What follows belongs to an exercise in optimizing a design on an open flow for small area and a short achievable clock period; a production flow would make more cautious choices. The RTL was checked by simulation tests, not by an equivalence proof against the original design. No activity file was given, so power comes from the tool's default toggle rates.

[flow/design.v]
module row_ecc (
    input  wire        clk,
    input  wire        in_valid,
    input  wire [71:0] word,        
    input  wire        eraen,       
    input  wire [6:0]  ecol,        
    input  wire        wr,          
    input  wire [63:0] wdata,       
    input  wire [63:0] wmask,       
    output reg         out_valid,
    output reg  [71:0] rword,       
    output wire        ue,          
    output wire        upset,       
    output wire [1:0]  ncorr,       
    output wire [6:0]  ccol,        
    output reg         ecbad,       
    output wire [71:0] wword        
);
    function [7:0] h;
        input [6:0] j;
        begin
            case (j)
                7'd0:  h = 8'h07; 7'd1:  h = 8'h0B; 7'd2:  h = 8'h0D; 7'd3:  h = 8'h0E;
                7'd4:  h = 8'h13; 7'd5:  h = 8'h15; 7'd6:  h = 8'h16; 7'd7:  h = 8'h19;
                7'd8:  h = 8'h1A; 7'd9:  h = 8'h1C; 7'd10: h = 8'h23; 7'd11: h = 8'h25;
                7'd12: h = 8'h26; 7'd13: h = 8'h29; 7'd14: h = 8'h2A; 7'd15: h = 8'h2C;
                7'd16: h = 8'h31; 7'd17: h = 8'h32; 7'd18: h = 8'h34; 7'd19: h = 8'h38;
                7'd20: h = 8'h43; 7'd21: h = 8'h45; 7'd22: h = 8'h46; 7'd23: h = 8'h49;
                7'd24: h = 8'h4A; 7'd25: h = 8'h4C; 7'd26: h = 8'h51; 7'd27: h = 8'h52;
                7'd28: h = 8'h54; 7'd29: h = 8'h58; 7'd30: h = 8'h61; 7'd31: h = 8'h62;
                7'd32: h = 8'h64; 7'd33: h = 8'h68; 7'd34: h = 8'h70; 7'd35: h = 8'h83;
                7'd36: h = 8'h85; 7'd37: h = 8'h86; 7'd38: h = 8'h89; 7'd39: h = 8'h8A;
                7'd40: h = 8'h8C; 7'd41: h = 8'h91; 7'd42: h = 8'h92; 7'd43: h = 8'h94;
                7'd44: h = 8'h98; 7'd45: h = 8'hA1; 7'd46: h = 8'hA2; 7'd47: h = 8'hA4;
                7'd48: h = 8'hA8; 7'd49: h = 8'hB0; 7'd50: h = 8'hC1; 7'd51: h = 8'hC2;
                7'd52: h = 8'hC4; 7'd53: h = 8'hC8; 7'd54: h = 8'hD0; 7'd55: h = 8'hE0;
                7'd56: h = 8'h1F; 7'd57: h = 8'h2F; 7'd58: h = 8'h37; 7'd59: h = 8'h3B;
                7'd60: h = 8'h3D; 7'd61: h = 8'h3E; 7'd62: h = 8'hF1; 7'd63: h = 8'hF2;
                7'd64: h = 8'h01; 7'd65: h = 8'h02; 7'd66: h = 8'h04; 7'd67: h = 8'h08;
                7'd68: h = 8'h10; 7'd69: h = 8'h20; 7'd70: h = 8'h40; 7'd71: h = 8'h80;
                default: h = 8'h00;
            endcase
        end
    endfunction
    integer j;
    reg [7:0] syn;
    always @(*) begin
        syn = 8'h00;
        for (j = 0; j < 72; j = j + 1)
            if (word[j]) syn = syn ^ h(j[6:0]);
    end
    wire       era_ok = eraen && (ecol <= 7'd71);
    wire       nz     = |syn;
    wire [7:0] s2     = syn ^ h(ecol);    
    wire       g2     = era_ok && nz;
    wire [15:0] lo1, hi1, lo2, hi2;
    genvar v;
    generate
        for (v = 0; v < 16; v = v + 1) begin : g_nib
            assign lo1[v] = (syn[3:0] == v);
            assign hi1[v] = (syn[7:4] == v);
            assign lo2[v] = (s2[3:0] == v);
            assign hi2[v] = (s2[7:4] == v) && g2;
        end
    endgenerate
    reg [71:0] m1, m2, f;
    reg [6:0]  idx;                       
    reg [7:0]  c;
    always @(*) begin
        idx = 7'd0;
        for (j = 0; j < 72; j = j + 1) begin
            c     = h(j[6:0]);
            m1[j] = lo1[c[3:0]] && hi1[c[7:4]];
            m2[j] = lo2[c[3:0]] && hi2[c[7:4]];
            f[j]  = m1[j] || m2[j];
            if (f[j]) idx = idx | j[6:0];
        end
    end
    wire single = |m1;
    wire dbl    = |m2;
    reg [71:0] flip;
    always @(*) begin
        for (j = 0; j < 72; j = j + 1)
            flip[j] = f[j] || (dbl && (ecol == j[6:0]));
    end
    wire [71:0] rpart = word ^ flip;
    wire [63:0] mpart = (wdata & wmask) | (rpart[63:0] & ~wmask);
    reg [63:0] mpart_q;
    reg [6:0]  idx_q, ecol_q;
    reg        single_q, dbl_q, nz_q, fw_q;
    always @(posedge clk) begin
        out_valid <= in_valid;
        nz_q      <= nz;
        fw_q      <= wr && (&wmask);
        ecbad     <= eraen && (ecol > 7'd71);
        rword     <= rpart;
        mpart_q   <= mpart;
        idx_q     <= idx;
        ecol_q    <= ecol;
        single_q  <= single;
        dbl_q     <= dbl;
    end
    function [7:0] encode;
        input [63:0] d;
        integer k;
        begin
            encode = 8'h00;
            for (k = 0; k < 64; k = k + 1)
                if (d[k]) encode = encode ^ h(k[6:0]);
        end
    endfunction
    assign ue    = nz_q && !single_q && !dbl_q;
    assign upset = nz_q && !single_q && !dbl_q && !fw_q;
    assign wword = {encode(mpart_q), mpart_q};
    assign ncorr = {dbl_q, single_q};
    assign ccol  = single_q ? idx_q : !dbl_q ? 7'd0 : (idx_q < ecol_q) ? idx_q : ecol_q;
endmodule
[flow/flow/run.sh]
#!/bin/bash
set -o pipefail
export BUFFER_PORTS_ARGS="-buffer_cell sky130_fd_sc_hd__buf_1"
export SETUP_SLACK_MARGIN=8
bash standard.sh > standard.log 2>&1
[flow/standard.sh]
#!/bin/bash
# synth_recipe.tcl (not shown) runs the flow's synth.tcl, then flattens the netlist and writes it again
# the make line also repeats each setting of config.mk as NAME=value (left out here)
make -C /OpenROAD-flow-scripts/flow DESIGN_CONFIG=/design/flow/config.mk WORK_HOME=/design/flow/orfs CLKGATE_MAP_FILE= SYNTH_SCRIPT=/design/flow/synth_recipe.tcl "${@:-finish}"
[flow/config.mk]
export PLATFORM = sky130hd
export DESIGN_NAME = row_ecc
export DESIGN_NICKNAME = row_ecc
export VERILOG_FILES = /design/flow/design.v
export SDC_FILE = /design/flow/constraint.sdc
export NUM_CORES = 4
export LEC_CHECK = 0
export CAP_MARGIN = 20
export CORE_MARGIN = 2
export CORE_UTILIZATION = 30
export SLEW_MARGIN = 20
export TNS_END_PERCENT = 0
[flow/constraint.sdc]
create_clock -name core_clock -period 14.0 [get_ports {clk}]
set_input_delay 2.8000 -clock core_clock [delete_from_list [all_inputs] [get_ports {clk}]]
set_output_delay 2.8000 -clock core_clock [all_outputs]
set_load 0.01 [all_outputs]
==> metrics.cfg, run 1 <==
[placement]
dp_cells=2175
place.port_buffers=367
gp_congestion=1.07
post-place-ws_ps=4610
dp_hpwl_mm=56.5

[clock_tree]
tritoncts=built
htree_num_levels=4
root_buffer=clkbuf_16
cts_buffers=17
hold_buffers=0
clk_pin_slew_ps=70
cts_max_path_buffers=2
cts.sinks=156

[floorplanning]
io_pins=368
start_util=0.302
die_w_um=203
coreArea_mm2=0.0395
dieArea_mm2=0.0413
dieHeight_um=203
rows=73

[power_and_ir_drop]
intPower_w=0.00235
peakVddDrop_mv=0.156
clock_power_share=0.096
pwr-share-comb=0.785
cellLeakagePower_nw=6.31
p_seq_frac=0.120
swShare=0.531
p_sw_w=0.00266
power_density_mw_per_mm2=295
power_w=0.00502

[cells_and_area]
area_delta_synth_final_pct=42.6
antenna_cells=0
n_fill_cell=3944
drive_above_1_share=0.254
layout.cells.non_filler=2302
mostFrequentLayoutCells=buf_1 (325), xnor2_1 (226), dfxtp_1 (156), buf_4 (90), nand2_1 (87)
final_common_cell=buf_1
seq_area_mm2=0.00312
multi_input_area_mm2=0.0100
layout.nets=1992

[synth]
synth_top_family_by_area=XOR/XNOR gates
syn_area_mm2=0.0119
synthMuxAreaShare=0.0693
ys_warn_count=1
ys_types=86
ys.flop_type=dfxtp_1
syn_avg_cell_area_um2=9.01
synth-simple-area-share=0.152
synth-async-reset-ratio=0
synth_cells=1322
synth_nets=1550
seq_area_frac_synth=0.262
synth_xor_area_frac=0.298
synth_compound_area_frac=0.170
synth_edf_count=0
ys_ff_latch=156
synthAdderAreaFrac=0.0179

[timing]
post-route-period-util=0.512
fmax_ghz=0.139
layout_min_cycle_time_ps=7170
worstMarginPinSlew_ps=1420
rsz0062_at_grt=true
drv_slew=0
fin_ws_ps=6830
slew_headroom=0.0471
fin_tns_setup_ps=0
hold_viol_final=0
hold_ws_ps=2460
setup_viol=0

[flow_run]
cap_violations=0

[critical_path]
cpMaxStageDelayCell=nor4_4
cp_max_fo=8
slowest_delay_ps=460
start_kind=input port
critPathKind=input port to register
path_buf_inv=5
crit_chain=buf_2 -> xor2_2 -> xnor3_2 -> xor3_1 -> xnor3_2 -> nor4_4 -> a211oi_4 -> buf_6 -> buf_12 -> nand3_4 -> a21oi_2 -> a311oi_2 -> nand4_1 -> nor3_4 -> clkinv_4 -> clkbuf_16 -> a41oi_4 -> xnor2_2 -> mux2_2
cp.arrival_ps=7510
critPathCaptureType=register
critPathMostFrequentCell=xnor3_2
cp.required_ps=14340
crit_family=XOR/XNOR gates

[global_route]
gr-total-overflow=0
grt_pass1_wl_mm=92.6
grt_max_degree=44
grt_usage=0.315
grt_pass1_vias=12500
antenna_found_initial=2

[drt]
vias_per_cell=5.86
wl_per_cell_um=30.0
drt-initial-drc-count=1653
ant_nets=0
routed-via-count=13500
wirelength_mm=69.0
drtPass1Iterations=6
drc=0

[status]
status=complete, no violations

[worst_hold_path]
min-delay-path-class=input port to register

==> repair_timing <==
| item | 4_1_cts | 5_1_grt |
|---|---|---|
| setup endpoints to repair | 152 | 152 |
| pin swaps | 27 | 61 |
| gates cloned | 1 | 5 |
| gates resized for setup | 139 | 147 |
| setup buffers | 33 | 56 |
==> registers in the layout, indices dropped and copies added (netlist names) <==
register,count
dbl_q,1
ecbad,1
ecol_q,7
fw_q,1
idx_q,7
mpart_q,64
nz_q,1
out_valid,1
rword,72
single_q,1
==> final cells by class <==
class / count / area share
multi-input combinational: 1082 / 0.589
sequential: 156 / 0.184
timing repair buffer: 473 / 0.145
tap: 525 / 0.0387
clock buffer: 17 / 0.0250
clock inverter: 15 / 0.0106
inverter: 34 / 0.00818
==> kinds of logic (layout without fill, tap and decap cells) <==
family,after synthesis,after routing
AO/OA/AOI/OAI,291,291
XOR/XNOR,349,350
adder cells (fa/ha/maj),17,17
buffers and inverters,85,539
flip-flops,156,156
multiplexers,72,72
AND/OR/NAND/NOR,352,352
==> power groups by stage <==
stage	clock [W]	combinational, W	sequential (W)
after floorplan	0	0.00201	0.000607
after global placement	0	0.00291	0.000609
after detailed placement	0	0.00288	0.000608
after CTS	0.000485	0.00326	0.000598
after global routing	0.000507	0.00406	0.000604
final	0.000480	0.00394	0.000600
==> per-layer routing <==
metal | track usage | up-vias | wire [µm]
li1 | - | 5703 | -
met1 | 0.401 | 6532 | 26500
met2 | 0.509 | 1052 | 31600
met3 | 0.0676 | 209 | 6970
met4 | 0.144 | 2 | 3880
met5 | 0 | - | 13
==> cell usage after synthesis, types with 16 or more instances <==
master	number	area share
a21oi_1	39	0.016
a31oi_1	50	0.026
clkbuf_1	31	0.0098
dfxtp_1	156	0.26
ha_1	17	0.018
inv_1	31	0.0098
mux2_2	57	0.054
nand2_1	97	0.031
nand2b_1	16	0.0084
nand3_1	35	0.015
nand4_1	30	0.016
nor2_1	61	0.019
nor3_1	24	0.010
nor4_1	17	0.0089
o21ai_0	30	0.013
o22ai_1	46	0.024
xnor2_1	270	0.20
xnor3_1	26	0.049
xor2_1	42	0.031
==> per-stage QoR <==
step | cell area (µm²) | utilization
final | 17000 | 0.430
after global routing | 17000 | 0.430
after CTS | 15800 | 0.400
after detailed placement | 14200 | 0.360
after global placement | 14200 | 0.360
after floorplan | 12400 | -
==> path summary, 6_finish.rpt <==
kind | endpoint | cells past startpoint | from
worst max-delay path | mpart_q[51] | 19 | word[1]
worst min-delay path | out_valid | 1 | in_valid
==> inputs of run 2 (changes only) <==
==> flow/flow/run.sh (replaced) <==
#!/bin/bash
set -o pipefail
export BUFFER_PORTS_ARGS="-buffer_cell sky130_fd_sc_hd__buf_1"
export SETUP_SLACK_MARGIN=9
bash standard.sh > standard.log 2>&1
--- a/flow/config.mk
+++ b/flow/config.mk
@@ -8,5 +8,6 @@
 export CAP_MARGIN = 20
 export CORE_MARGIN = 2
 export CORE_UTILIZATION = 30
+export GPL_TIMING_DRIVEN = 1
 export SLEW_MARGIN = 20
 export TNS_END_PERCENT = 0
==> run 2 against run 1 <==
Power unchanged. Clock power about the same. Sequential cell count unchanged. Hold slack unchanged. Critical path depth unchanged. Global-route usage unchanged. Still clean on timing, DRC and antenna. Clock-buffer cell count unchanged. Routed wire length unchanged. Area after synthesis unchanged.
==> metrics.cfg, run 2 <==
[cells_and_area]
multi_input_area_mm2=0.0100  ; unchanged
drive_above_1_share=0.254  ; unchanged
n_fill_cell=3944  ; unchanged
mostFrequentLayoutCells=buf_1 (325), xnor2_1 (226), dfxtp_1 (156), buf_4 (90), nand2_1 (87)
antenna_cells=0  ; unchanged
top_regs=rword (72), mpart_q (64)
largest_register_ffs=72  ; unchanged
seq_area_mm2=0.00312  ; unchanged
final_common_cell=buf_1
layout.nets=1992  ; unchanged
regMostFlops=rword
final_util=0.430  ; unchanged
area_delta_synth_final_pct=42.6  ; unchanged

[critical_path]
cp.arrival_ps=7510  ; about the same
critPathKind=input port to register
start_kind=input port
cp.required_ps=14340  ; about the same
cp-startpoint=word[1]
cp_max_fo=8  ; unchanged
critPathCaptureType=register

[worst_hold_path]
min-delay-path-class=input port to register
min_from=in_valid

[synth]
syn_avg_cell_area_um2=9.01  ; unchanged
ys_types=86  ; unchanged
synth_edf_count=0  ; unchanged
ys_ff_latch=156  ; unchanged
seq_area_frac_synth=0.262  ; unchanged
synth.most_common_cell=xnor2_1
ys.flop_type=dfxtp_1
syn_area_mm2=0.0119  ; unchanged
netlist.top_cell.by_area=dfxtp_1
synth_cells=1322  ; unchanged
synth-async-reset-ratio=0  ; unchanged
netlist.area_leader.share=0.262  ; unchanged
ys_warn_count=1  ; unchanged
yosys-top-cells-count=xnor2_1 (270), dfxtp_1 (156), nand2_1 (97)
synth_nets=1550  ; unchanged
ys_top_cells_by_area=dfxtp_1 (26%), xnor2_1 (20%), mux2_2 (5.4%)

[timing]
layout_min_cycle_time_ps=7170  ; unchanged
rsz0062_at_grt=true
fmax_ghz=0.139  ; unchanged
slew_headroom=0.0471  ; unchanged
setup_viol=0  ; unchanged
post-route-period-util=0.512  ; unchanged
hold_viol_final=0  ; unchanged
drv_slew=0  ; unchanged
fin_tns_setup_ps=0  ; unchanged
worstMarginPinSlew_ps=1420  ; unchanged

[drt]
drtPass1Iterations=6  ; unchanged
wirelength_mm=69.0  ; unchanged
wl_per_cell_um=30.0  ; unchanged
ant_nets=0  ; unchanged
drt-initial-drc-count=1653  ; unchanged
drc=0  ; unchanged
routed-via-count=13500  ; unchanged
vias_per_cell=5.86  ; unchanged

[power_and_ir_drop]
power_density_mw_per_mm2=295  ; unchanged
peakVddDrop_mv=0.156  ; unchanged
cellLeakagePower_nw=6.31  ; unchanged

[global_route]
grt_max_degree=44  ; unchanged
grt_pass1_wl_mm=92.6  ; unchanged
grt_usage=0.315  ; unchanged
antenna_found_initial=2  ; unchanged
grt_pass1_vias=12500  ; unchanged
gr-total-overflow=0  ; unchanged

[clock_tree]
tritoncts=built
clk_pin_slew_ps=70  ; about the same
cts_buffers=17  ; unchanged
root_buffer=clkbuf_16
cts_max_path_buffers=2  ; unchanged
cts.sinks=156  ; unchanged
htree_num_levels=4  ; unchanged
hold_buffers=0  ; unchanged

[floorplanning]
coreArea_mm2=0.0395  ; unchanged
rows=73  ; unchanged
io_pins=368  ; unchanged
start_util=0.302  ; unchanged
dieHeight_um=203  ; unchanged
dieArea_mm2=0.0413  ; unchanged
die_w_um=203  ; unchanged

[placement]
gp_congestion=1.07  ; unchanged
dp_hpwl_mm=56.5  ; unchanged
place.port_buffers=367  ; unchanged

[status]
status=complete, no violations

[flow_run]
cap_violations=0  ; unchanged

run 2: timing repair:
action / in CTS / in global routing
buffers inserted: 33 / 56
cloned: 1 / 5
pin swaps: 27 / 61
endpoints found under the setup margin: 158 / 158
resized for setup: 139 / 147
run 2: power by group:
| group | leakage (nW) | internal [W] | total, W | switching, W |
|---|---|---|---|---|
| Clock | 0.292 | 0.000269 | 0.000480 | 0.000211 |
| Sequential | 1.31 | 0.000525 | 0.000600 | 0.0000749 |
| Combinational | 4.70 | 0.00156 | 0.00394 | 0.00238 |
| Total | 6.31 | 0.00235 | 0.00502 | 0.00266 |
run 2: stage by stage:
step / area (µm²) / std cells / power (W) / hold WS, ps / worst slack [ps]
after CTS: 15800 / 2241 / 0.00435 / 2430 / 6770
after detailed placement: 14200 / 2175 / 0.00348 / 2900 / 4610
after global routing: 17000 / 2302 / 0.00517 / 2450 / 6830
final: 17000 / 2302 / 0.00502 / 2460 / 6830
after floorplan: 12400 / 1322 / 0.00262 / 2830 / 7370
after global placement: 14200 / 2174 / 0.00352 / 2900 / 4480
run 2: cells by family (layout without fill, tap and decap cells):
group | Yosys count | in the layout | share of synthesized area
simple gates | 352 | 352 | 0.152
xor+xnor | 349 | 350 | 0.298
compound gates | 291 | 291 | 0.170
flops | 156 | 156 | 0.262
buf+inv | 85 | 539 | 0.0304
mux | 72 | 72 | 0.0693
fa+ha+maj | 17 | 17 | 0.0179
run 2: cell type report:
| class | count | area share |
|---|---|---|
| clock buffer | 17 | 0.0250 |
| clock inverter | 15 | 0.0106 |
| inverter | 34 | 0.00818 |
| multi-input combinational | 1082 | 0.589 |
| sequential | 156 | 0.184 |
| tap | 525 | 0.0387 |
| timing repair buffer | 473 | 0.145 |
run 2: path summary, 6_finish.rpt:
| kind | endpoint | depth (start not counted) |
|---|---|---|
| worst min-delay path | out_valid | 1 |
| worst max-delay path | mpart_q[51] | 19 |
run 2: metal layers:
layer | vias to the layer above | track usage | wire [µm]
li1 | 5703 | - | -
met1 | 6532 | 0.401 | 26500
met3 | 209 | 0.0676 | 6970
met4 | 2 | 0.144 | 3880
met2 | 1052 | 0.509 | 31600
met5 | - | 0 | 13
run 2: worst max-delay path, cell delays in order:
cell       delay [ps]
buf_2             200
xor2_2            290
xnor3_2           350
xor3_1            430
xnor3_2           320
nor4_4            460
a211oi_4          140
buf_6             160
buf_12            130
nand3_4           110
a21oi_2            50
a311oi_2          300
nand4_1           200
nor3_4            390
clkinv_4          240
clkbuf_16         230
a41oi_4           230
xnor2_2           160
mux2_2            290
==> inputs of run 3 (changes only) <==
==> flow/flow/run.sh (replaced) <==
#!/bin/bash
set -o pipefail
export BUFFER_PORTS_ARGS="-buffer_cell sky130_fd_sc_hd__buf_1"
export SETUP_SLACK_MARGIN=6
bash standard.sh > standard.log 2>&1
--- a/flow/config.mk
+++ b/flow/config.mk
@@ -8,6 +8,5 @@
 export CAP_MARGIN = 20
 export CORE_MARGIN = 2
 export CORE_UTILIZATION = 30
-export GPL_TIMING_DRIVEN = 1
 export SLEW_MARGIN = 20
 export TNS_END_PERCENT = 0
==> run 3 against run 2 <==
Still clean on timing, DRC and antenna. Synthesized cell count did not move. Cell area fell by 14%. Clock power rose by 3%. First-iteration DRC count rose by 1.7%. Largest power group unchanged. Sequential share of layout area rose by 3.0 points.
==> metrics.cfg, run 3 <==
[cells_and_area]
seq_area_mm2=0.00312  ; unchanged
area_delta_synth_final_pct=22.7
final_common_cell=buf_1
multi_input_area_mm2=0.00859  ; -14%
largest_register_ffs=72  ; unchanged
mostFrequentLayoutCells=buf_1 (365), xnor2_1 (261), dfxtp_1 (156), nand2_1 (94), nor2_1 (58)
layout.cells.non_filler=2211  ; -4.0%
drive_above_1_share=0.0974  ; -0.157
layout.nets=1899  ; -4.7%
n_fill_cell=4128  ; +4.7%
regMostFlops=rword
top_regs=rword (72), mpart_q (64)

[drt]
ant_nets=0  ; unchanged
wl_per_cell_um=30.0  ; about the same
drc=0  ; unchanged
drtPass1Iterations=6  ; unchanged
drt-initial-drc-count=1681  ; +1.7%
routed-via-count=12800  ; -4.9%
wirelength_mm=66.3  ; -4.0%
vias_per_cell=5.81  ; -0.97%

[critical_path]
critPathCaptureType=register
cp_max_fo=11  ; +3
cpMaxStageDelayCell=or4_1
path_buf_inv=2  ; -3
cp.required_ps=14400  ; +60 ps
crit_chain=buf_1 -> xnor2_1 -> xnor2_1 -> xor3_1 -> xor3_1 -> or4_1 -> a21oi_2 -> or2_2 -> a221oi_1 -> or4_1 -> nand4_1 -> nor3_4 -> buf_4 -> o21ai_1 -> xor2_1 -> mux2_2
crit_family=XOR/XNOR gates
start_kind=input port
slowest_delay_ps=730  ; +270 ps
critPathKind=input port to register
cp.arrival_ps=8470  ; +960 ps

[placement]
place.port_buffers=367  ; unchanged
gp_congestion=1.07  ; +0.37%
dp_hpwl_mm=55.9  ; -1.1%
dp_cells=2175  ; unchanged

[timing]
slew_headroom=0.231  ; +0.184
setup_viol=0  ; unchanged
rsz0062_at_grt=true
drv_slew=0  ; unchanged
hold_viol_final=0  ; unchanged
layout_min_cycle_time_ps=8070  ; +900 ps
worstMarginPinSlew_ps=1140  ; -277 ps
fmax_ghz=0.124  ; -11%
fin_tns_setup_ps=0  ; unchanged
post-route-period-util=0.577  ; +0.0643

[clock_tree]
tritoncts=built
clk_pin_slew_ps=70  ; about the same
cts_buffers=17  ; unchanged
htree_num_levels=4  ; unchanged
cts.sinks=156  ; unchanged
root_buffer=clkbuf_16
cts_max_path_buffers=2  ; unchanged

[floorplanning]
start_util=0.302  ; unchanged
dieArea_mm2=0.0413  ; unchanged
coreArea_mm2=0.0395  ; unchanged
io_pins=368  ; unchanged
rows=73  ; unchanged
dieHeight_um=203  ; unchanged
die_w_um=203  ; unchanged

[synth]
seq_area_frac_synth=0.262  ; unchanged
synth_nets=1550  ; unchanged
synth-async-reset-ratio=0  ; unchanged
ys_types=86  ; unchanged
ys_top_cells_by_area=dfxtp_1 (26%), xnor2_1 (20%), mux2_2 (5.4%)
syn_area_mm2=0.0119  ; unchanged
ys_warn_count=1  ; unchanged
synth.most_common_cell=xnor2_1
ys_ff_latch=156  ; unchanged
synth_edf_count=0  ; unchanged
syn_avg_cell_area_um2=9.01  ; unchanged
netlist.top_cell.by_area=dfxtp_1
synth_cells=1322  ; unchanged
netlist.area_leader.share=0.262  ; unchanged
yosys-top-cells-count=xnor2_1 (270), dfxtp_1 (156), nand2_1 (97)
ys.flop_type=dfxtp_1

[power_and_ir_drop]
peakVddDrop_mv=0.166  ; +6.9%
cellLeakagePower_nw=5.26  ; -17%
swShare=0.556  ; +0.0249
clock_power_share=0.125  ; +0.029
intPower_w=0.00176  ; -25%
power_density_mw_per_mm2=271  ; -8.4%
pwr-share-comb=0.723  ; -0.062
p_sw_w=0.00220  ; -17%
p_seq_frac=0.152  ; +0.032

[worst_hold_path]
min-delay-path-class=input port to register
hold_depth=1  ; unchanged
whs_endpoint=out_valid
min_from=in_valid

[global_route]
grt_pass1_vias=12300  ; -1.7%
grt_usage=0.308  ; -0.00651
grt_pass1_wl_mm=90.7  ; -2.1%
antenna_found_initial=4  ; +2
grt_max_degree=57  ; +30%
gr-total-overflow=0  ; unchanged

[flow_run]
cap_violations=0  ; unchanged

[status]
status=complete, no violations

## run 3: cell types whose count changed in the layout (fill, tap and decap cells not counted), sizes merged
| cell | change |
|---|---|
| bufinv | +1 |
| buf | -73 |
| clkdlybuf4s15 | -2 |
| xnor2 | -1 |
| clkinvlp | +1 |
| clkinv | -2 |
| diode | +3 |
| clkbuf | -15 |
| inv | -3 |
## run 3: area by class of cell
type / instances / area share
multi-input combinational: 1081 / 0.588
sequential: 156 / 0.214
timing repair buffer: 381 / 0.102
tap: 525 / 0.0450
clock buffer: 19 / 0.0310
clock inverter: 12 / 0.0111
inverter: 34 / 0.00908
antenna: 3 / 0.000514
## run 3: worst max-delay path by stage
stage / depth (start not counted) / start / endpoint / slack [ps]
detailed placement: 18 / ecol[0] / mpart_q[57] / 4460
CTS: 16 / word[60] / rword[71] / 5790
global route: 19 / ecol[1] / rword[65] / 5860
floorplan: 19 / ecol[3] / mpart_q[35] / 7170
global placement: 16 / word[0] / mpart_q[57] / 4580
finish: 16 / word[58] / mpart_q[42] / 5930
## run 3: timing repair
item	CTS	global route
hold buffers	0	0
pin swaps	2	0
buffers inserted	2	0
resized for setup	9	25
endpoints found under the hold margin	0	0
endpoints found under the setup margin	136	138
## run 3: cell families (layout without fill, tap and decap cells)
family          Yosys count  in the layout  share of synthesized area
buf+inv                  85            446                     0.0304
mux                      72             72                     0.0693
xor+xnor                349            349                      0.298
simple gates            352            352                      0.152
fa+ha+maj                17             17                     0.0179
other cells               0              3                          0
flops                   156            156                      0.262
compound gates          291            291                      0.170
## run 3: metal layers
layer / share of wire / track usage / vias up
li1: - / - / 5507
met3: 0.10 / 0.0646 / 190
met1: 0.39 / 0.398 / 6204
met4: 0.052 / 0.142 / 4
met5: 0.00036 / 0 / -
met2: 0.45 / 0.493 / 934
## run 3: power by group through the flow
stage / clock network (W) / registers (W) / logic (W)
after detailed placement: 0 / 0.000608 / 0.00271
after global routing: 0.000518 / 0.000606 / 0.00300
after global placement: 0 / 0.000609 / 0.00274
after CTS: 0.000499 / 0.000599 / 0.00274
final: 0.000493 / 0.000602 / 0.00286
after floorplan: 0 / 0.000607 / 0.00186
## run 3: stage by stage
step	instance area (µm²)	power, W	util	hold WS (ps)	worst slack [ps]
after floorplan	11900	0.00246	-	2830	7170
after global placement	13800	0.00335	0.350	2900	4580
after detailed placement	13800	0.00332	0.350	2900	4460
after CTS	14500	0.00384	0.367	2430	5790
after global routing	14600	0.00412	0.370	2440	5860
final	14600	0.00395	0.370	2450	5930
==> inputs of run 4 (changes only) <==
==> flow/flow/run.sh (replaced) <==
#!/bin/bash
set -o pipefail
export BUFFER_PORTS_ARGS="-buffer_cell sky130_fd_sc_hd__buf_1"
export SETUP_SLACK_MARGIN=7.5
bash standard.sh > standard.log 2>&1
==> run 4 against run 3 <==
Core utilization is 6.0 points higher. Cell area is 16% higher. Via count is 5.1% higher. Sequential share of layout area is 3.0 points lower. First-iteration DRC count is 1.7% lower. Fmax is 13% higher. Sequential cell count stayed put. Critical path type unchanged.
==> metrics.cfg, run 4 <==
[synth]
netlist.area_leader.share=0.262  ; unchanged
ys_types=86  ; unchanged
synth_cells=1322  ; unchanged
synth_nets=1550  ; unchanged
netlist.top_cell.by_area=dfxtp_1
seq_area_frac_synth=0.262  ; unchanged
syn_avg_cell_area_um2=9.01  ; unchanged
syn_area_mm2=0.0119  ; unchanged
synth-async-reset-ratio=0  ; unchanged
synth_edf_count=0  ; unchanged
ys.flop_type=dfxtp_1
ys_top_cells_by_area=dfxtp_1 (26%), xnor2_1 (20%), mux2_2 (5.4%)
ys_warn_count=1  ; unchanged
yosys-top-cells-count=xnor2_1 (270), dfxtp_1 (156), nand2_1 (97)
ys_ff_latch=156  ; unchanged
synth.most_common_cell=xnor2_1

[drt]
drt-initial-drc-count=1653  ; -1.7%
vias_per_cell=5.86  ; +0.98%
wl_per_cell_um=30.0  ; about the same
drc=0  ; unchanged
wirelength_mm=69.0  ; +4.1%
drtPass1Iterations=6  ; unchanged
routed-via-count=13500  ; +5.1%
ant_nets=0  ; unchanged

[cells_and_area]
top_regs=rword (72), mpart_q (64)
drive_above_1_share=0.254  ; +0.157
largest_register_ffs=72  ; unchanged
n_fill_cell=3944  ; -4.5%
mostFrequentLayoutCells=buf_1 (325), xnor2_1 (226), dfxtp_1 (156), buf_4 (90), nand2_1 (87)
area_delta_synth_final_pct=42.6
final_common_cell=buf_1
final_util=0.430  ; +0.0601
layout.nets=1992  ; +4.9%
seq_area_mm2=0.00312  ; unchanged
antenna_cells=0  ; -3
multi_input_area_mm2=0.0100  ; +16%
regMostFlops=rword

[floorplanning]
die_w_um=203  ; unchanged
dieHeight_um=203  ; unchanged
rows=73  ; unchanged
io_pins=368  ; unchanged
coreArea_mm2=0.0395  ; unchanged
start_util=0.302  ; unchanged
dieArea_mm2=0.0413  ; unchanged

[clock_tree]
root_buffer=clkbuf_16
tritoncts=built
htree_num_levels=4  ; unchanged
clk_pin_slew_ps=70  ; about the same
cts.sinks=156  ; unchanged
cts_buffers=17  ; unchanged
cts_max_path_buffers=2  ; unchanged

[critical_path]
cp_max_fo=8  ; -3
start_kind=input port
cp-startpoint=word[1]
slowest_delay_ps=460  ; -270 ps
cpMaxStageDelayCell=nor4_4
cp.arrival_ps=7510  ; -960 ps
cp.required_ps=14340  ; -60 ps
critPathMostFrequentCell=xnor3_2
critPathCaptureType=register
critPathKind=input port to register
crit_chain=buf_2 -> xor2_2 -> xnor3_2 -> xor3_1 -> xnor3_2 -> nor4_4 -> a211oi_4 -> buf_6 -> buf_12 -> nand3_4 -> a21oi_2 -> a311oi_2 -> nand4_1 -> nor3_4 -> clkinv_4 -> clkbuf_16 -> a41oi_4 -> xnor2_2 -> mux2_2

[power_and_ir_drop]
power_density_mw_per_mm2=295  ; +9.1%
p_seq_frac=0.120  ; -0.032
pwr-share-comb=0.785  ; +0.062
intPower_w=0.00235  ; +34%
power_w=0.00502  ; +27%
p_sw_w=0.00266  ; +21%
clock_power_share=0.096  ; -0.029
cellLeakagePower_nw=6.31  ; +20%
peakVddDrop_mv=0.156  ; -6.4%
swShare=0.531  ; -0.0249

[global_route]
met3_usage=0.0676  ; +0.00304
grt_pass1_wl_mm=92.6  ; +2.2%
grt_max_degree=44  ; -23%
grt_usage=0.315  ; +0.00651
antenna_found_initial=2  ; -2
use_met2=0.509  ; +0.0161
met1_usage=0.401  ; +0.00328
grt_pass1_vias=12500  ; +1.7%
gr-total-overflow=0  ; unchanged
top_usage_layer=met2

[placement]
place.port_buffers=367  ; unchanged
gp_congestion=1.07  ; -0.37%
dp_hpwl_mm=56.5  ; +1.1%

[timing]
layout_min_cycle_time_ps=7170  ; -900 ps
drv_slew=0  ; unchanged
fin_tns_setup_ps=0  ; unchanged
post-route-period-util=0.512  ; -0.0643
worstMarginPinSlew_ps=1420  ; +277 ps
slew_headroom=0.0471  ; -0.184
rsz0062_at_grt=true
hold_viol_final=0  ; unchanged
setup_viol=0  ; unchanged
fmax_ghz=0.139  ; +13%

[worst_hold_path]
min-delay-path-class=input port to register
hold_depth=1  ; unchanged
min_from=in_valid
whs_endpoint=out_valid

[status]
status=complete, no violations

[flow_run]
cap_violations=0  ; unchanged

[run 4: final cells by class]
cell class,instances,area share
well taps,525,0.0387
inverters,34,0.00818
multi-input cells,1082,0.589
clock inverters,15,0.0106
flip-flops and latches,156,0.184
repair buffers,473,0.145
clock buffers,17,0.0250
[run 4: cell families (layout without fill, tap and decap cells)]
| kind of cell | count (synthesis) | after routing | synth area share |
|---|---|---|---|
| buffers and inverters | 85 | 539 | 0.0304 |
| adder cells (fa/ha/maj) | 17 | 17 | 0.0179 |
| XOR/XNOR | 349 | 350 | 0.298 |
| AO/OA/AOI/OAI | 291 | 291 | 0.170 |
| flip-flops | 156 | 156 | 0.262 |
| AND/OR/NAND/NOR | 352 | 352 | 0.152 |
| multiplexers | 72 | 72 | 0.0693 |
[run 4: power groups by stage]
| stage | clock [W] | combinational (W) | sequential, W |
|---|---|---|---|
| 2_1_floorplan | 0 | 0.00201 | 0.000607 |
| 3_3_place_gp | 0 | 0.00291 | 0.000609 |
| 3_5_place_dp | 0 | 0.00288 | 0.000608 |
| 4_1_cts | 0.000485 | 0.00326 | 0.000598 |
| 5_1_grt | 0.000507 | 0.00406 | 0.000604 |
| 6_report | 0.000480 | 0.00394 | 0.000600 |
[run 4: worst max-delay path by stage]
| stage | end | slack (ps) | depth (start not counted) |
|---|---|---|---|
| 2_1_floorplan | mpart_q[3] | 7370 | 17 |
| 3_3_place_gp | mpart_q[51] | 4480 | 17 |
| 3_5_place_dp | mpart_q[51] | 4610 | 19 |
| 4_1_cts | mpart_q[54] | 6770 | 17 |
| 5_1_grt | mpart_q[51] | 6830 | 18 |
| 6_report | mpart_q[51] | 6830 | 19 |
[run 4: critical path: cells and delay by family]
kind	cells	cell delay (ps)
xor+xnor	5	1550
simple gates	4	1160
buf+inv	5	960
compound gates	4	720
mux	1	290
[run 4: repair_timing]
| item | 4_1_cts | 5_1_grt |
|---|---|---|
| buffers inserted | 33 | 56 |
| resized for setup | 139 | 147 |
| endpoints found under the setup margin | 145 | 144 |
| hold buffers | 0 | 0 |
| pin swaps | 27 | 61 |
| cloned | 1 | 5 |
[run 4: metrics by stage]
step | cell area, µm² | setup slack, ps | std cells | hold WS [ps]
6_report | 17000 | 6830 | 2302 | 2460
5_1_grt | 17000 | 6830 | 2302 | 2450
4_1_cts | 15800 | 6770 | 2241 | 2430
3_5_place_dp | 14200 | 4610 | 2175 | 2900
3_3_place_gp | 14200 | 4480 | 2174 | 2900
2_1_floorplan | 12400 | 7370 | 1322 | 2830
[run 4: metal layers]
metal	wire, µm	vias up
met5	13	-
met2	31600	1052
met1	26500	6532
met4	3880	2
met3	6970	209
li1	-	5703
==> inputs of run 5 (changes only) <==
==> flow/flow/run.sh (replaced) <==
#!/bin/bash
set -o pipefail
export BUFFER_PORTS_ARGS="-buffer_cell sky130_fd_sc_hd__buf_1"
export SETUP_SLACK_MARGIN=6.5
bash standard.sh > standard.log 2>&1
==> run 5 against run 4 <==
Synthesized cell count is the same. Fmax decreased by 4.8%. Critical path depth is 1 lower. Non-clock buffer count decreased by 56. Global-route usage fell by 0.61 points. Clock power increased by 3%. Power fell by 14%. Via count is 2.0% lower. Sequential cell count is the same. First-iteration DRC count increased by 1.9%. Cell count fell by 2.5%. Still clean. Clock-buffer cell count up 2. Critical path type unchanged.
==> metrics.cfg, run 5 <==
[timing]
post-route-period-util=0.538  ; +0.0260
fin_tns_setup_ps=0  ; unchanged
worstMarginPinSlew_ps=1050  ; -372 ps
fmax_ghz=0.133  ; -4.8%
hold_viol_final=0  ; unchanged
drv_slew=0  ; unchanged
rsz0062_at_grt=false
slew_headroom=0.295  ; +0.248
setup_viol=0  ; unchanged
layout_min_cycle_time_ps=7540  ; +364 ps
hold_ws_ps=2450  ; -9.83 ps

[placement]
dp_hpwl_mm=55.9  ; -1.1%
place.port_buffers=367  ; unchanged
dp_cells=2175  ; unchanged
gp_congestion=1.07  ; +0.37%
placed_cell_area_mm2=0.0138  ; -2.8%

[cells_and_area]
drive_above_1_share=0.160  ; -0.0944
top_regs=rword (72), mpart_q (64)
mostFrequentLayoutCells=buf_1 (351), xnor2_1 (243), dfxtp_1 (156), nand2_1 (91), mux2_2 (57)
regMostFlops=rword
stdcell_area_mm2=0.0155  ; -8.8%
layout.cells.non_filler=2245  ; -2.5%
area_delta_synth_final_pct=30.0
largest_register_ffs=72  ; unchanged
layout.nets=1935  ; -2.9%
final_common_cell=buf_1

[global_route]
grt_pass1_vias=12300  ; -1.5%
grt_max_degree=57  ; +30%
grt_usage=0.309  ; -0.00614
gr-total-overflow=0  ; unchanged
antenna_found_initial=6  ; +4
grt_pass1_wl_mm=90.9  ; -1.9%

[floorplanning]
dieHeight_um=203  ; unchanged
start_util=0.302  ; unchanged
dieArea_mm2=0.0413  ; unchanged
coreArea_mm2=0.0395  ; unchanged
rows=73  ; unchanged
die_w_um=203  ; unchanged
io_pins=368  ; unchanged

[synth]
synth_cells=1322  ; unchanged
ys_top_cells_by_area=dfxtp_1 (26%), xnor2_1 (20%), mux2_2 (5.4%)
ys_types=86  ; unchanged
ys.flop_type=dfxtp_1
ys_warn_count=1  ; unchanged
seq_area_frac_synth=0.262  ; unchanged
syn_area_mm2=0.0119  ; unchanged
synth-async-reset-ratio=0  ; unchanged
ys_ff_latch=156  ; unchanged
yosys-top-cells-count=xnor2_1 (270), dfxtp_1 (156), nand2_1 (97)
synth_edf_count=0  ; unchanged
synth_nets=1550  ; unchanged
netlist.top_cell.by_area=dfxtp_1
netlist.area_leader.share=0.262  ; unchanged
syn_avg_cell_area_um2=9.01  ; unchanged
synth.most_common_cell=xnor2_1

[clock_tree]
root_buffer=clkbuf_16
tritoncts=built
htree_num_levels=4  ; unchanged
cts_buffers=17  ; unchanged
cts_max_path_buffers=2  ; unchanged
clk_pin_slew_ps=70  ; about the same
hold_buffers=0  ; unchanged
cts.sinks=156  ; unchanged

[critical_path]
start_kind=input port
critPathKind=input port to register
cp_max_fo=15  ; +7
cp.arrival_ps=7890  ; +380 ps
critPathCaptureType=register
cp.required_ps=14350  ; about the same

[drt]
routed.top_layer=met5
routed-via-count=13200  ; -2.0%
drt-initial-drc-count=1685  ; +1.9%
wl_met3_mm=6.62  ; -5.0%
vias_per_cell=5.89  ; +0.47%
drc=0  ; unchanged
wirelength_mm=67.0  ; -2.8%
dr_wl_met2_mm=30.4  ; -3.7%
ant_nets=0  ; unchanged
wl_per_cell_um=29.9  ; -0.37%
drtPass1Iterations=6  ; unchanged
wl_met1_mm=26.5  ; -0.30%

[power_and_ir_drop]
cellLeakagePower_nw=5.65  ; -10%
peakVddDrop_mv=0.160  ; +2.9%
power_density_mw_per_mm2=280  ; -5.2%
power_w=0.00434  ; -14%

[status]
status=complete, no violations

[worst_hold_path]
min-delay-path-class=input port to register

[flow_run]
cap_violations=0  ; unchanged

run 5: cell counts after synthesis:
No cell type changed its count.
run 5: per-stage QoR:
| step | setup WS (ps) | utilization |
|---|---|---|
| floorplan | 7170 | - |
| global placement | 4580 | 0.350 |
| detailed placement | 4460 | 0.350 |
| CTS | 6400 | 0.374 |
| global route | 6460 | 0.392 |
| finish | 6460 | 0.392 |
run 5: worst paths after layout:
| path | depth (start not counted) | end | startpoint | slack (ps) |
|---|---|---|---|---|
| hold / removal | 1 | out_valid | in_valid | 2450 |
| setup / recovery | 18 | mpart_q[48] | word[19] | 6460 |
run 5: cell families (layout without fill, tap and decap cells):
group	after synthesis	in the layout	share of synthesized area
compound gates	291	291	0.170
xor+xnor	349	349	0.298
fa+ha+maj	17	17	0.0179
buf+inv	85	482	0.0304
flops	156	156	0.262
mux	72	72	0.0693
other cells	0	1	0
simple gates	352	352	0.152
run 5: critical path, cell delays in order:
cell      delay (ps)
buf_1            310
xnor2_1          180
xnor2_2          310
xnor3_1          500
xnor3_4          610
and4b_1          330
a211oi_4         320
buf_6            200
nand3_4          180
o32ai_2          350
a221oi_1         130
nand4_1          160
nor3_4            60
buf_4            170
buf_4            170
o41a_1           550
xnor2_2          240
mux2_2           280
run 5: repair_timing:
action | 4_1_cts | 5_1_grt
setup endpoints to repair | 144 | 138
pin swaps | 4 | 25
setup buffers | 3 | 34
hold endpoints to repair | 0 | 0
resized for setup | 58 | 85
run 5: final cells by class:
class	instances	area (µm²)
Inverter	34	143
Antenna cell	1	2.50
Multi-Input combinational cell	1081	9150
Clock buffer	19	453
Clock inverter	12	163
Timing Repair Buffer	417	1790
Fill cell	4051	24000
Sequential cell	156	3120
Tap cell	525	657
run 5: power breakdown:
part           switching [W]  leakage [nW]  internal [W]
sequential         0.0000766          1.31      0.000526
clock               0.000202         0.290      0.000290
combinational        0.00207          4.04       0.00117
run 5: metal layers:
layer  up-vias  track usage
li1       5589            -
met1      6405        0.397
met2      1004        0.495
met3       222       0.0658
met4         6        0.141
met5         -            0
==> inputs of run 6 (changes only) <==
==> flow/flow/run.sh (replaced) <==
#!/bin/bash
set -o pipefail
export BUFFER_PORTS_ARGS="-buffer_cell sky130_fd_sc_hd__buf_1"
export SETUP_SLACK_MARGIN=8
bash standard.sh > standard.log 2>&1
==> run 6 against run 5 <==
Global-route usage grew 0.61 points. Hold slack improved by 9.8 ps. Critical path depth rose by 1. Cell area increased by 9.7%. Clock-buffer cell count decreased by 2.
==> metrics.cfg, run 6 <==
[status]
status=complete, no violations

[power_and_ir_drop]
power_w=0.00502  ; +16%
peakVddDrop_mv=0.156  ; -2.8%
p_sw_w=0.00266  ; +13%
pwr-share-comb=0.785  ; +0.037
intPower_w=0.00235  ; +19%
swShare=0.531  ; -0.0118
clock_power_share=0.096  ; -0.018
p_seq_frac=0.120  ; -0.019
cellLeakagePower_nw=6.31  ; +12%
power_density_mw_per_mm2=295  ; +5.5%

[placement]
gp_congestion=1.07  ; -0.37%
dp_hpwl_mm=56.5  ; +1.1%
post-place-ws_ps=4610  ; +153 ps
place.port_buffers=367  ; unchanged
dp_cells=2175  ; unchanged

[critical_path]
slowest_delay_ps=460  ; -150 ps
crit_family=XOR/XNOR gates
cp.required_ps=14340  ; about the same
cp_max_fo=8  ; -7
cpMaxStageDelayCell=nor4_4
crit_chain=buf_2 -> xor2_2 -> xnor3_2 -> xor3_1 -> xnor3_2 -> nor4_4 -> a211oi_4 -> buf_6 -> buf_12 -> nand3_4 -> a21oi_2 -> a311oi_2 -> nand4_1 -> nor3_4 -> clkinv_4 -> clkbuf_16 -> a41oi_4 -> xnor2_2 -> mux2_2
critPathCaptureType=register
critPathMostFrequentCell=xnor3_2
path_buf_inv=5  ; +1
start_kind=input port
cp.arrival_ps=7510  ; -380 ps
critPathKind=input port to register

[synth]
synth.most_common_cell=xnor2_1
netlist.top_cell.by_area=dfxtp_1
netlist.area_leader.share=0.262  ; unchanged
ys_types=86  ; unchanged
syn_avg_cell_area_um2=9.01  ; unchanged
ys.flop_type=dfxtp_1
yosys-top-cells-count=xnor2_1 (270), dfxtp_1 (156), nand2_1 (97)
ys_ff_latch=156  ; unchanged
ys_warn_count=1  ; unchanged
synth_cells=1322  ; unchanged
syn_area_mm2=0.0119  ; unchanged
synth_nets=1550  ; unchanged
seq_area_frac_synth=0.262  ; unchanged
synth_edf_count=0  ; unchanged
synth-async-reset-ratio=0  ; unchanged
ys_top_cells_by_area=dfxtp_1 (26%), xnor2_1 (20%), mux2_2 (5.4%)

[drt]
drtPass1Iterations=6  ; unchanged
wirelength_mm=69.0  ; +2.9%
drt-initial-drc-count=1653  ; -1.9%
drc=0  ; unchanged
wl_per_cell_um=30.0  ; +0.37%
vias_per_cell=5.86  ; -0.47%
routed-via-count=13500  ; +2.1%
ant_nets=0  ; unchanged

[cells_and_area]
layout.nets=1992  ; +2.9%
regMostFlops=rword
final_util=0.430  ; +0.0381
layout.cells.non_filler=2302  ; +2.5%
final_common_cell=buf_1
area_delta_synth_final_pct=42.6
drive_above_1_share=0.254  ; +0.0944
top_regs=rword (72), mpart_q (64)
mostFrequentLayoutCells=buf_1 (325), xnor2_1 (226), dfxtp_1 (156), buf_4 (90), nand2_1 (87)
antenna_cells=0  ; -1
largest_register_ffs=72  ; unchanged

[clock_tree]
cts_max_path_buffers=2  ; unchanged
htree_num_levels=4  ; unchanged
cts.sinks=156  ; unchanged
clk_pin_slew_ps=70  ; about the same
cts_buffers=17  ; unchanged
tritoncts=built
root_buffer=clkbuf_16

[timing]
fmax_ghz=0.139  ; +5.1%
fin_ws_ps=6830  ; +364 ps
hold_viol_final=0  ; unchanged
rsz0062_at_grt=true
post-route-period-util=0.512  ; -0.0260
worstMarginPinSlew_ps=1420  ; +372 ps
fin_tns_setup_ps=0  ; unchanged
slew_headroom=0.0471  ; -0.248
setup_viol=0  ; unchanged
layout_min_cycle_time_ps=7170  ; -364 ps
drv_slew=0  ; unchanged

[global_route]
grt_pass1_vias=12500  ; +1.5%
gr-total-overflow=0  ; unchanged
grt_max_degree=44  ; -23%
antenna_found_initial=2  ; -4
grt_usage=0.315  ; +0.00614
grt_pass1_wl_mm=92.6  ; +1.9%

[worst_hold_path]
min-delay-path-class=input port to register

[floorplanning]
die_w_um=203  ; unchanged
dieHeight_um=203  ; unchanged
start_util=0.302  ; unchanged
coreArea_mm2=0.0395  ; unchanged
io_pins=368  ; unchanged
dieArea_mm2=0.0413  ; unchanged
rows=73  ; unchanged

[flow_run]
cap_violations=0  ; unchanged

-- run 6: cell count changes in the layout (fill, tap and decap cells not counted), moves of 14 or more --
cell / delta
buf_2: +15
a31oi_4: +14
buf_1: -26
xnor2_1: -17
a31oi_1: -23
buf_4: +45
-- run 6: per-stage QoR --
step,hold slack [ps],area (µm²)
2_1_floorplan,2830,12400
3_3_place_gp,2900,14200
3_5_place_dp,2900,14200
4_1_cts,2430,15800
5_1_grt,2450,17000
6_report,2460,17000
-- run 6: path summary, 6_finish.rpt --
kind / slack, ps / startpoint / cells past startpoint / end
setup / recovery: 6830 / word[1] / 19 / mpart_q[51]
hold / removal: 2460 / in_valid / 1 / out_valid
-- run 6: area by class of cell --
class | count | area (µm²)
tap | 525 | 657
clock inverter | 15 | 180
timing repair buffer | 473 | 2460
clock buffer | 17 | 425
multi-input combinational | 1082 | 10000
fill | 3944 | 22500
sequential | 156 | 3120
inverter | 34 | 139
-- run 6: what timing repair did --
action,CTS,global route
buffers inserted,33,56
gates resized for setup,139,147
hold buffers,0,0
pin swaps,27,61
endpoints found under the setup margin,152,152
cloned,1,5
-- run 6: cell families after synthesis --
logic type / Yosys count / share of synthesized area
multiplexers: 72 / 0.0693
XOR/XNOR: 349 / 0.298
buffers and inverters: 85 / 0.0304
flip-flops: 156 / 0.262
adder cells (fa/ha/maj): 17 / 0.0179
AO/OA/AOI/OAI: 291 / 0.170
AND/OR/NAND/NOR: 352 / 0.152
-- run 6: power by group through the flow --
| stage | Combinational [W] | Sequential [W] | Clock, W |
|---|---|---|---|
| floorplan | 0.00201 | 0.000607 | 0 |
| global placement | 0.00291 | 0.000609 | 0 |
| detailed placement | 0.00288 | 0.000608 | 0 |
| CTS | 0.00326 | 0.000598 | 0.000485 |
| global route | 0.00406 | 0.000604 | 0.000507 |
| finish | 0.00394 | 0.000600 | 0.000480 |
-- run 6: layer usage --
| layer | wire, µm | track usage |
|---|---|---|
| met1 | 26500 | 0.401 |
| met4 | 3880 | 0.144 |
| met5 | 13 | 0 |
| met2 | 31600 | 0.509 |
| met3 | 6970 | 0.0676 |
==> inputs of run 7 (changes only) <==
--- a/flow/config.mk
+++ b/flow/config.mk
@@ -7,6 +7,6 @@
 export LEC_CHECK = 0
 export CAP_MARGIN = 20
 export CORE_MARGIN = 2
-export CORE_UTILIZATION = 30
+export CORE_UTILIZATION = 45
 export SLEW_MARGIN = 20
 export TNS_END_PERCENT = 0
==> run 7 against run 6 <==
Highest routed layer unchanged. Critical path depth decreased by 3. Synthesized cell count stayed put. Core utilization grew 20 points. Hold slack worse by 3.8 ps. Fmax increased by 1.7%. Combinational power decreased by 2%.
==> metrics.cfg, run 7 <==
[cells_and_area]
drive_above_1_share=0.241  ; -0.0130
layout.cells.non_filler=2098  ; -8.9%
layout.nets=1973  ; -0.95%
area_delta_synth_final_pct=38.8
top_regs=rword (72), mpart_q (64)
seq_area_mm2=0.00312  ; unchanged
n_fill_cell=2268  ; -42%
regMostFlops=rword
multi_input_area_mm2=0.0100  ; +0.19%
mostFrequentLayoutCells=buf_1 (330), xnor2_1 (221), dfxtp_1 (156), nand2_1 (88), buf_4 (76)
largest_register_ffs=72  ; unchanged
final_common_cell=buf_1

[status]
status=complete, no violations

[flow_run]
cap_violations=0  ; unchanged

[global_route]
grt_max_degree=44  ; unchanged
grt_usage=0.456  ; +0.141
antenna_found_initial=6  ; +4
grt_pass1_vias=12500  ; +0.088%
gr-total-overflow=0  ; unchanged
grt_pass1_wl_mm=91.4  ; -1.3%

[power_and_ir_drop]
peakVddDrop_mv=0.349  ; +120%
cellLeakagePower_nw=6.16  ; -2.3%
power_density_mw_per_mm2=301  ; +1.8%
power_w=0.00497  ; -0.87%

[synth]
seq_area_frac_synth=0.262  ; unchanged
synth-async-reset-ratio=0  ; unchanged
synth_cells=1322  ; unchanged
netlist.area_leader.share=0.262  ; unchanged
ys.flop_type=dfxtp_1
ys_types=86  ; unchanged
synth_nets=1550  ; unchanged
ys_warn_count=1  ; unchanged
yosys-top-cells-count=xnor2_1 (270), dfxtp_1 (156), nand2_1 (97)
syn_area_mm2=0.0119  ; unchanged
netlist.top_cell.by_area=dfxtp_1
ys_top_cells_by_area=dfxtp_1 (26%), xnor2_1 (20%), mux2_2 (5.4%)
syn_avg_cell_area_um2=9.01  ; unchanged
ys_ff_latch=156  ; unchanged
synth.most_common_cell=xnor2_1
synth_edf_count=0  ; unchanged

[drt]
ant_nets=0  ; unchanged
drc=0  ; unchanged
drt-initial-drc-count=2316  ; +40%
wirelength_mm=66.6  ; -3.5%
vias_per_cell=6.57  ; +12%
routed-via-count=13800  ; +2.1%
wl_per_cell_um=31.7  ; +5.9%
drtPass1Iterations=8  ; +2

[floorplanning]
dieArea_mm2=0.0278  ; -33%
die_w_um=167  ; -18%
coreArea_mm2=0.0261  ; -34%
rows=59  ; -19%
dieHeight_um=167  ; -18%
start_util=0.457  ; +0.155
io_pins=368  ; unchanged

[critical_path]
slowest_delay_ps=550  ; +90 ps
cp.required_ps=14320  ; -20 ps
cp_max_fo=10  ; +2
crit_family=XOR/XNOR gates
path_buf_inv=3  ; -2
start_kind=input port
critPathCaptureType=register
cp.arrival_ps=7370  ; -140 ps
crit_chain=buf_1 -> xnor2_1 -> xnor2_2 -> xnor3_1 -> xnor3_4 -> buf_4 -> xor2_4 -> and3_4 -> a221oi_1 -> or4_1 -> nand4_1 -> nor3_4 -> buf_6 -> o21ai_1 -> xor2_1 -> mux2_2
critPathKind=input port to register
cpMaxStageDelayCell=or4_1

[worst_hold_path]
hold_depth=1  ; unchanged
min_from=in_valid
whs_endpoint=out_valid
min-delay-path-class=input port to register

[placement]
dp_cells=1988  ; -8.6%
dp_hpwl_mm=53.2  ; -5.7%
gp_congestion=1.12  ; +4.7%
place.port_buffers=367  ; unchanged
post-place-ws_ps=4890  ; +283 ps

[clock_tree]
cts_buffers=17  ; unchanged
cts_max_path_buffers=2  ; unchanged
root_buffer=clkbuf_16
tritoncts=built
cts.sinks=156  ; unchanged
htree_num_levels=4  ; unchanged
clk_pin_slew_ps=80  ; about the same

[timing]
post-route-period-util=0.504  ; -0.00870
hold_ws_ps=2460  ; -3.82 ps
fin_ws_ps=6950  ; +122 ps
rsz0062_at_grt=true
setup_viol=0  ; unchanged
hold_viol_final=0  ; unchanged
fin_tns_setup_ps=0  ; unchanged
fmax_ghz=0.142  ; +1.7%
worstMarginPinSlew_ps=1320  ; -99.5 ps
drv_slew=0  ; unchanged
layout_min_cycle_time_ps=7050  ; -122 ps
slew_headroom=0.114  ; +0.0669

## run 7: cell types whose count changed in the layout (fill, tap and decap cells not counted), sizes merged
| cell | previous run | this run |
|---|---|---|
| clkbuf | 36 | 29 |
| inv | 37 | 39 |
| xnor2 | 276 | 275 |
| diode | 0 | 6 |
| clkinv | 7 | 4 |
| buf | 452 | 443 |
| clkdlybuf4s15 | 2 | 0 |
## run 7: cells by family after synthesis
kind of cell / count (synthesis) / synth area share
xor gates and xnor gates: 349 / 0.298
AOI/OAI and AO/OA: 291 / 0.170
muxes: 72 / 0.0693
DFF: 156 / 0.262
and+or+nand+nor: 352 / 0.152
buffers and inverters: 85 / 0.0304
adders and majority gates: 17 / 0.0179
## run 7: final cells by class
type | count | area share
antenna | 6 | 0.000908
clock buffer | 17 | 0.0257
clock inverter | 14 | 0.0106
inverter | 34 | 0.00840
multi-input combinational | 1081 | 0.606
sequential | 156 | 0.189
tap | 335 | 0.0253
timing repair buffer | 455 | 0.134
## run 7: timing repair
item / CTS / global route
gates cloned: 2 / 0
gates resized for setup: 135 / 122
endpoints found under the setup margin: 152 / 152
hold buffers: 0 / 0
pin swaps: 31 / 41
setup buffers: 42 / 29
## run 7: power by group
part	internal [W]	switching, W	leakage (nW)
Clock	0.000270	0.000224	0.294
Sequential	0.000525	0.0000888	1.31
Combinational	0.00145	0.00242	4.56
## run 7: worst max path at each step
| stage | start | to | depth (start not counted) |
|---|---|---|---|
| 2_1_floorplan | word[39] | mpart_q[3] | 17 |
| 3_3_place_gp | word[63] | mpart_q[40] | 17 |
| 3_5_place_dp | word[63] | mpart_q[58] | 17 |
| 4_1_cts | word[58] | mpart_q[48] | 18 |
| 5_1_grt | ecol[1] | mpart_q[28] | 20 |
| 6_report | word[33] | mpart_q[34] | 16 |
## run 7: routing by layer
layer	vias to the layer above	routed length [µm]	GRT usage
li1	5679	-	-
met1	6621	25500	0.610
met2	1242	28200	0.676
met3	237	9580	0.162
met4	2	3280	0.167
met5	-	17	0
## run 7: per-stage QoR
step | util | instance area [µm²]
floorplan | - | 12400
global placement | 0.537 | 14000
detailed placement | 0.537 | 14000
CTS | 0.599 | 15600
global route | 0.634 | 16500
finish | 0.635 | 16500
==> inputs of run 8 (changes only) <==
==> flow/flow/run.sh (replaced) <==
#!/bin/bash
set -o pipefail
export BUFFER_PORTS_ARGS="-buffer_cell sky130_fd_sc_hd__buf_1"
export SETUP_SLACK_MARGIN=7
bash standard.sh > standard.log 2>&1
--- a/flow/config.mk
+++ b/flow/config.mk
@@ -7,6 +7,6 @@
 export LEC_CHECK = 0
 export CAP_MARGIN = 20
 export CORE_MARGIN = 2
-export CORE_UTILIZATION = 45
+export CORE_UTILIZATION = 30
 export SLEW_MARGIN = 20
 export TNS_END_PERCENT = 0
==> run 8 against run 7 <==
Non-clock buffer count is 44 lower. Hold slack worse by 4.0 ps. Via count fell by 5.3%. Sequential power shrank 2%. Power down 13%. Area after synthesis is the same. Routed wire length rose by 0.63%. First-iteration DRC count fell by 32%. Sequential cell count did not move. Combinational power decreased by 17%. Global-route usage fell by 14 points. Core utilization shrank 24 points. Largest cell class unchanged. Largest power group unchanged. Highest routed layer unchanged.
==> metrics.cfg, run 8 <==
[floorplanning]
dieHeight_um=203  ; +22%
io_pins=368  ; unchanged
dieArea_mm2=0.0413  ; +49%
coreArea_mm2=0.0395  ; +51%
die_w_um=203  ; +22%
rows=73  ; +24%
start_util=0.302  ; -0.155

[timing]
fmax_ghz=0.138  ; -2.9%
worstMarginPinSlew_ps=1050  ; -273 ps
drv_slew=0  ; unchanged
slew_headroom=0.296  ; +0.182
setup_viol=0  ; unchanged
hold_viol_final=0  ; unchanged
post-route-period-util=0.519  ; +0.0151
fin_tns_setup_ps=0  ; unchanged
rsz0062_at_grt=true
layout_min_cycle_time_ps=7260  ; +211 ps

[clock_tree]
tritoncts=built
root_buffer=clkbuf_16
clk_pin_slew_ps=70  ; about the same
cts_buffers=17  ; unchanged
cts_max_path_buffers=2  ; unchanged
cts.sinks=156  ; unchanged
htree_num_levels=4  ; unchanged

[critical_path]
cp.arrival_ps=7560  ; +190 ps
setup.worst_path.end=idx_q[2]
critPathCaptureType=register
start_kind=input port
cp.required_ps=14300  ; -20 ps
cp_max_fo=10  ; unchanged
critPathKind=input port to register
cp-startpoint=word[40]

[cells_and_area]
layout.nets=1930  ; -2.2%
final_common_cell=buf_1
top_regs=rword (72), mpart_q (64)
area_delta_synth_final_pct=29.8
layout.cells.non_filler=2240  ; +6.8%
largest_register_ffs=72  ; unchanged
mostFrequentLayoutCells=buf_1 (346), xnor2_1 (247), dfxtp_1 (156), nand2_1 (90)
final_util=0.392  ; -0.242
drive_above_1_share=0.164  ; -0.0774
regMostFlops=rword
stdcell_area_mm2=0.0155  ; -6.4%

[synth]
ys_top_cells_by_area=dfxtp_1 (26%), xnor2_1 (20%), mux2_2 (5.4%)
ys_ff_latch=156  ; unchanged
netlist.top_cell.by_area=dfxtp_1
netlist.area_leader.share=0.262  ; unchanged
ys_types=86  ; unchanged
synth_edf_count=0  ; unchanged
synth-async-reset-ratio=0  ; unchanged
yosys-top-cells-count=xnor2_1 (270), dfxtp_1 (156), nand2_1 (97)
syn_area_mm2=0.0119  ; unchanged
synth_nets=1550  ; unchanged
synth_cells=1322  ; unchanged
ys_warn_count=1  ; unchanged
ys.flop_type=dfxtp_1
synth.most_common_cell=xnor2_1
syn_avg_cell_area_um2=9.01  ; unchanged
seq_area_frac_synth=0.262  ; unchanged

[drt]
drtPass1Iterations=6  ; -2
drc=0  ; unchanged
ant_nets=0  ; unchanged
routed-via-count=13000  ; -5.3%
vias_per_cell=5.82  ; -11%
wl_per_cell_um=29.9  ; -5.8%
wirelength_mm=67.0  ; +0.63%
drt-initial-drc-count=1581  ; -32%

[status]
status=complete, no violations

[power_and_ir_drop]
cellLeakagePower_nw=5.63  ; -8.7%
power_w=0.00432  ; -13%
power_density_mw_per_mm2=279  ; -7.2%
peakVddDrop_mv=0.160  ; -54%

[global_route]
antenna_found_initial=6  ; unchanged
grt_usage=0.313  ; -0.143
gr-total-overflow=0  ; unchanged
grt_pass1_vias=12600  ; +0.60%
grt_pass1_wl_mm=92.2  ; +0.88%
grt_max_degree=44  ; unchanged

[worst_hold_path]
min-delay-path-class=input port to register

[placement]
gp_congestion=1.07  ; -4.2%
placed_cell_area_mm2=0.0138  ; -1.3%
place.port_buffers=367  ; unchanged
dp_hpwl_mm=55.9  ; +4.9%
dp_cells=2175  ; +9.4%

[flow_run]
cap_violations=0  ; unchanged

==> run 8: cell counts after synthesis <==
No cell type changed its count.
==> run 8: what timing repair did <==
action,CTS,global route
resized for setup,138,17
setup buffers,30,1
setup endpoints to repair,144,141
hold buffers,0,0
cloned,1,0
pin swaps,33,2
==> run 8: routing by layer <==
layer,vias up,track usage,wire (µm)
li1,5570,-,-
met1,6334,0.400,26200
met2,945,0.502,30700
met3,189,0.0641,6630
met4,6,0.151,3370
met5,-,0,38
==> run 8: metrics by stage <==
| stage | hold slack [ps] | worst slack, ps |
|---|---|---|
| global placement | 2900 | 4580 |
| floorplan | 2830 | 7170 |
| global route | 2440 | 6610 |
| detailed placement | 2900 | 4460 |
| CTS | 2430 | 6830 |
| finish | 2450 | 6740 |
==> run 8: power breakdown <==
part           switching (W)  internal (W)  leakage, nW
sequential         0.0000765      0.000525         1.31
combinational        0.00206       0.00116         4.02
clock               0.000203      0.000290        0.290
total                0.00234       0.00197         5.63
==> run 8: cells by family after synthesis <==
| kind of cell | synth area share |
|---|---|
| buffers and inverters | 0.0304 |
| xor gates and xnor gates | 0.298 |
| AOI/OAI and AO/OA | 0.170 |
| DFF | 0.262 |
| and+or+nand+nor | 0.152 |
| muxes | 0.0693 |
| adders and majority gates | 0.0179 |
==> run 8: cell type report <==
cell class	instances	area, µm²
antenna	1	2.50
clock buffer	19	453
clock inverter	12	163
fill	4069	24000
inverter	34	161
multi-input combinational	1081	9160
sequential	156	3120
tap	525	657
timing repair buffer	411	1740
timing repair inverter	1	8.76
==> run 8: worst max-delay path, cell delays in order <==
cell	delay [ps]
buf_1	240
xnor3_1	420
xnor2_2	240
xnor3_2	460
xor2_4	240
or4_4	610
o2111a_1	370
and2_1	280
nand2_1	230
o22ai_1	220
or3_1	470
nor4_2	270
nand4_1	140
or4_1	560
==> run 8: worst min-delay path by stage <==
stage	from	end	slack, ps	depth (start not counted)
6_report	in_valid	out_valid	2450	1
5_1_grt	in_valid	out_valid	2440	1
4_1_cts	in_valid	out_valid	2430	1
3_5_place_dp	in_valid	out_valid	2900	1
3_3_place_gp	in_valid	out_valid	2900	1
2_1_floorplan	ecol[0]	ecol_q[0]	2830	0

afterwards: timing with drivers on the ports:
The results above use ideal ports. As a check the final layouts listed here were re-extracted and re-timed, cells and wires unchanged.
Step 1, drivers: a clkbuf_16 drives clk and a buf_2 each remaining input, both assumed.
Step 2 adds t to the input delays and takes it off the output delays; t is the mean of the earliest and latest rising clock arrival at the registers after step 1. Input paths then give back, and output paths get back, about the clock's delay inside the block.
a / b / c = ideal / step 1 / step 2; a / b = the first two.
run	t, ns	setup slack, ns	hold slack, ns	worst slew at a driven data input, ns	cell pins on the clock port's net
run 1	0.503	6.827 / 6.864 / 6.361	2.459 / 2.425 / 2.928	0.08	1
run 2	0.503	6.827 / 6.864 / 6.361	2.459 / 2.425 / 2.928	0.08	1
run 3	0.500	5.927 / 5.941 / 5.441	2.451 / 2.437 / 2.937	0.09	1
run 4	0.503	6.827 / 6.864 / 6.361	2.459 / 2.425 / 2.928	0.08	1
run 5	0.501	6.463 / 6.464 / 5.963	2.449 / 2.436 / 2.937	0.09	1
run 6	0.503	6.827 / 6.864 / 6.361	2.459 / 2.425 / 2.928	0.08	1
run 7	0.475	6.949 / 6.924 / 6.450	2.455 / 2.435 / 2.910	0.08	1
run 8	0.500	6.738 / 6.730 / 6.230	2.451 / 2.441 / 2.941	0.09	1
After both steps setup and hold are still met in every run listed. The setup slack of run 8, which loses most, moves by -0.008 ns with the drivers and by -0.508 ns with both steps.
